Context: an optimization exercise on an open-source flow, tuned for small area, a short achievable clock period and few clock cycles per item. The choices shown serve that exercise and are no tape-out recipe. Function was checked by simulation only, so behaviour that the tests miss may differ from the original.

the baseline:
==> flow/design.v (excerpt) <==
module chord_mac (
    input  wire        clk,
    input  wire        rst,
    input  wire        in_valid,
    output wire        in_ready,
    input  wire [2:0]  in_op,
    input  wire        in_x,
    input  wire [31:0] in_a,
    input  wire [31:0] in_b,
    input  wire        in_frac,
    input  wire        in_wrap,
    input  wire        in_rnd,
    input  wire [1:0]  in_form,
    input  wire [6:0]  in_sh7,
    output reg         out_valid,
    output reg  [71:0] out_data,
    output reg         out_flag
);
    localparam [2:0] OP_MPY  = 3'd0;
    localparam [2:0] OP_MAC  = 3'd1;
    localparam [2:0] OP_MSU  = 3'd2;
    localparam [2:0] OP_CLRX = 3'd3;
    localparam [2:0] OP_LDX  = 3'd4;
    localparam [2:0] OP_EXT  = 3'd5;
    assign in_ready = 1'b1;
    genvar gi;
    wire i_msu = (in_op == OP_MSU);
    wire i_ldx = (in_op == OP_LDX);
    reg        v0, x0, mpy0, mac0, msu0, ext0, clr0, ldx0;
    reg        wrap0, rnd0, spec0;
    reg [1:0]  form0;
    reg [6:0]  sh0;
    reg [32:0] ma0;                  
    reg [15:0] one0, two0, neg0;     
    always @(posedge clk) begin
        v0    <= in_valid & ~rst;
        x0    <= in_x;
        mpy0  <= (in_op == OP_MPY);
        mac0  <= (in_op == OP_MAC);
        msu0  <= i_msu;
        ext0  <= (in_op == OP_EXT);
        clr0  <= (in_op == OP_CLRX);
        ldx0  <= i_ldx;
        wrap0 <= in_wrap;
        rnd0  <= in_rnd;
        form0 <= in_form;
        sh0   <= in_sh7;
        ma0   <= i_ldx ? {in_b, 1'b0} : in_frac ? {in_a, 1'b0} : {in_a[31], in_a};
        spec0 <= in_frac & ~i_ldx & (in_a == 32'h8000_0000) & (in_b == 32'h8000_0000);
    end
  ...
export LEC_CHECK = 0
export CAP_MARGIN = 20
export CORE_MARGIN = 2
export CORE_UTILIZATION = 40
export CTS_CLUSTER_DIAMETER = 100
export CTS_CLUSTER_SIZE = 24
export SLEW_MARGIN = 20
create_clock -name core_clock -period 22.0 [get_ports {clk}]
standard.sh (not shown) runs the stock make flow with config.mk's settings and CLKGATE_MAP_FILE= SYNTH_SCRIPT=/design/flow/synth_recipe.tcl, a recipe that flattens the netlist after the stock synthesis.
==> flow/flow/run.sh <==
#!/bin/bash
set -euo pipefail
bash standard.sh SETUP_SLACK_MARGIN=16.5 "BUFFER_PORTS_ARGS=-buffer_cell sky130_fd_sc_hd__buf_2" finish > standard_flow.log 2>&1
Testbench counts of the baseline, summed over its fixed seeds: cycles 24,040, items 24,000.
diff inputs: the baseline => the candidate
diff --git a/flow/design.v b/flow/design.v
--- a/flow/design.v
+++ b/flow/design.v
@@ -1178,51 +1178,47 @@
         oz2b   <= ext1 ? ez : clr1;
         flag2b <= mm & ~hold & ovf;
         hib2b  <= hibad;
         sat2b  <= mm & (hold | (ovf & ~wrap1));
         satn2b <= hold ? sgs : sum[72];
         s2b    <= ext1 ? (flt1 ? msb : sint) : 7'd23;
         sh2b   <= sh1;
         r2b    <= ext1 ? acce : sum[71:0];
     end
     wire        fill = sgn2b;
-    wire [96:0] sx0 = {fill, r2b, 24'd0};
-    wire [96:0] sx1 = s2b[0] ? {{ 1{fill}}, sx0[96:1]}  : sx0;
-    wire [96:0] sx2 = s2b[1] ? {{ 2{fill}}, sx1[96:2]}  : sx1;
-    wire [96:0] sx3 = s2b[2] ? {{ 4{fill}}, sx2[96:4]}  : sx2;
-    wire [96:0] sx4 = s2b[3] ? {{ 8{fill}}, sx3[96:8]}  : sx3;
-    wire [96:0] sx5 = s2b[4] ? {{16{fill}}, sx4[96:16]} : sx4;
-    wire [96:0] sx6 = s2b[5] ? {{32{fill}}, sx5[96:32]} : sx5;
-    wire [96:0] sx7 = s2b[6] ? {{64{fill}}, sx6[96:64]} : sx6;
-    wire        stk = (s2b[0] & sx0[0])      | (s2b[1] & |sx1[1:0])  |
-                      (s2b[2] & |sx2[3:0])   | (s2b[3] & |sx3[7:0])  |
-                      (s2b[4] & |sx4[15:0])  | (s2b[5] & |sx5[31:0]) |
-                      (s2b[6] & |sx6[63:0]);
+    wire [96:0] wv   = {fill, r2b, 24'd0};
+    wire [96:0] us   = $signed(wv) >>> s2b;
+    wire [71:0] lm;
+    generate
+        for (gn = 0; gn < 72; gn = gn + 1) begin : g_lm
+            assign lm[gn] = (s2b >= gn + 25);
+        end
+    endgenerate
     reg        v3, ext3, flt3, w643, rnd3, sgn3, oz3, flag3, hib3, sat3, satn3, st3;
     reg [7:0]  e3;
     reg [66:0] u3;
     reg [5:0]  rh3;
     always @(posedge clk) begin
         v3    <= v2b & ~rst;
         ext3  <= ext2b;
         flt3  <= flt2b;
         w643  <= w642b;
         rnd3  <= rnd2b;
         sgn3  <= sgn2b;
         oz3   <= oz2b;
         flag3 <= flag2b;
         hib3  <= hib2b;
         sat3  <= sat2b;
         satn3 <= satn2b;
-        st3   <= stk;
+        st3   <= |(r2b & lm);
         e3    <= {1'b0, s2b} + 8'd127 - {sh2b[6], sh2b};
-        u3    <= sx7[66:0];
+        u3    <= us[66:0];
         rh3   <= r2b[71:66];
     end
     wire        finv = flt3 & sgn3;
     wire        g    = u3[0];
     wire        upf  = finv ? (~g | (~st3 & ~u3[1])) : (g & (st3 | u3[1]));
     wire        up   = ext3 & (flt3 ? upf : (rnd3 & g & (st3 | ~sgn3)));
     wire [65:0] vr   = {u3[66:26], u3[25:1] ^ {25{finv}}} + {65'd0, up};
     wire vW   = w643 ? vr[64] : vr[32];
     wire vW1  = w643 ? vr[63] : vr[31];
     wire satp = ~sgn3 & (hib3 | vW | vW1);
The final layouts of the candidate and the baseline pass the timing, design-rule and antenna checks. Diff the baseline -> the candidate | count of clock-buffer cells in the layout | increase of 8.7%. The candidate — global routing usage summed across all routing layers 0.84 points higher, the baseline as reference. Comparing the candidate and the baseline, fraction of area in multi-input gates is lower on the baseline. Compared to the baseline, the candidate has width of the chip 3.0 um higher. The area enclosed by the die boundary of the candidate is higher than that of the baseline. Compared the baseline against the candidate; placer congestion estimate within noise. Diff the baseline -> the candidate: number of non-clock buffers in the layout now sits lower.
Testbench counts of the candidate, summed over its fixed seeds: cycles 24,040, items 24,000.

==> static timing again, ports no longer ideal <==
No port has a modelled driver above. Below, the same layouts with a new extraction and two added sets of constraints. Step 1 sets driving cells, clkbuf_16 on the clock port and buf_2 on the other inputs (assumed; they add their load-dependent delay and slew). Step 2 adds t to the input delays and takes it off the output delays; t is the mean of the earliest and latest rising clock arrival at the registers after step 1. Input paths then give back, and output paths get back, about the clock's delay inside the block. Three values: no drivers, after step 1, after step 2; two values: the first two.
run	t, ns	setup WS [ns]	worst slew at a driven data input, ns
the baseline	0.701	16.502 / 16.426 / 15.913	0.05
the candidate	0.728	16.462 / 16.381 / 15.942	0.05
After both steps every run listed still meets setup and hold. For the baseline, which loses most, drivers alone change the setup slack by -0.076 ns; drivers and shift together by -0.589 ns.
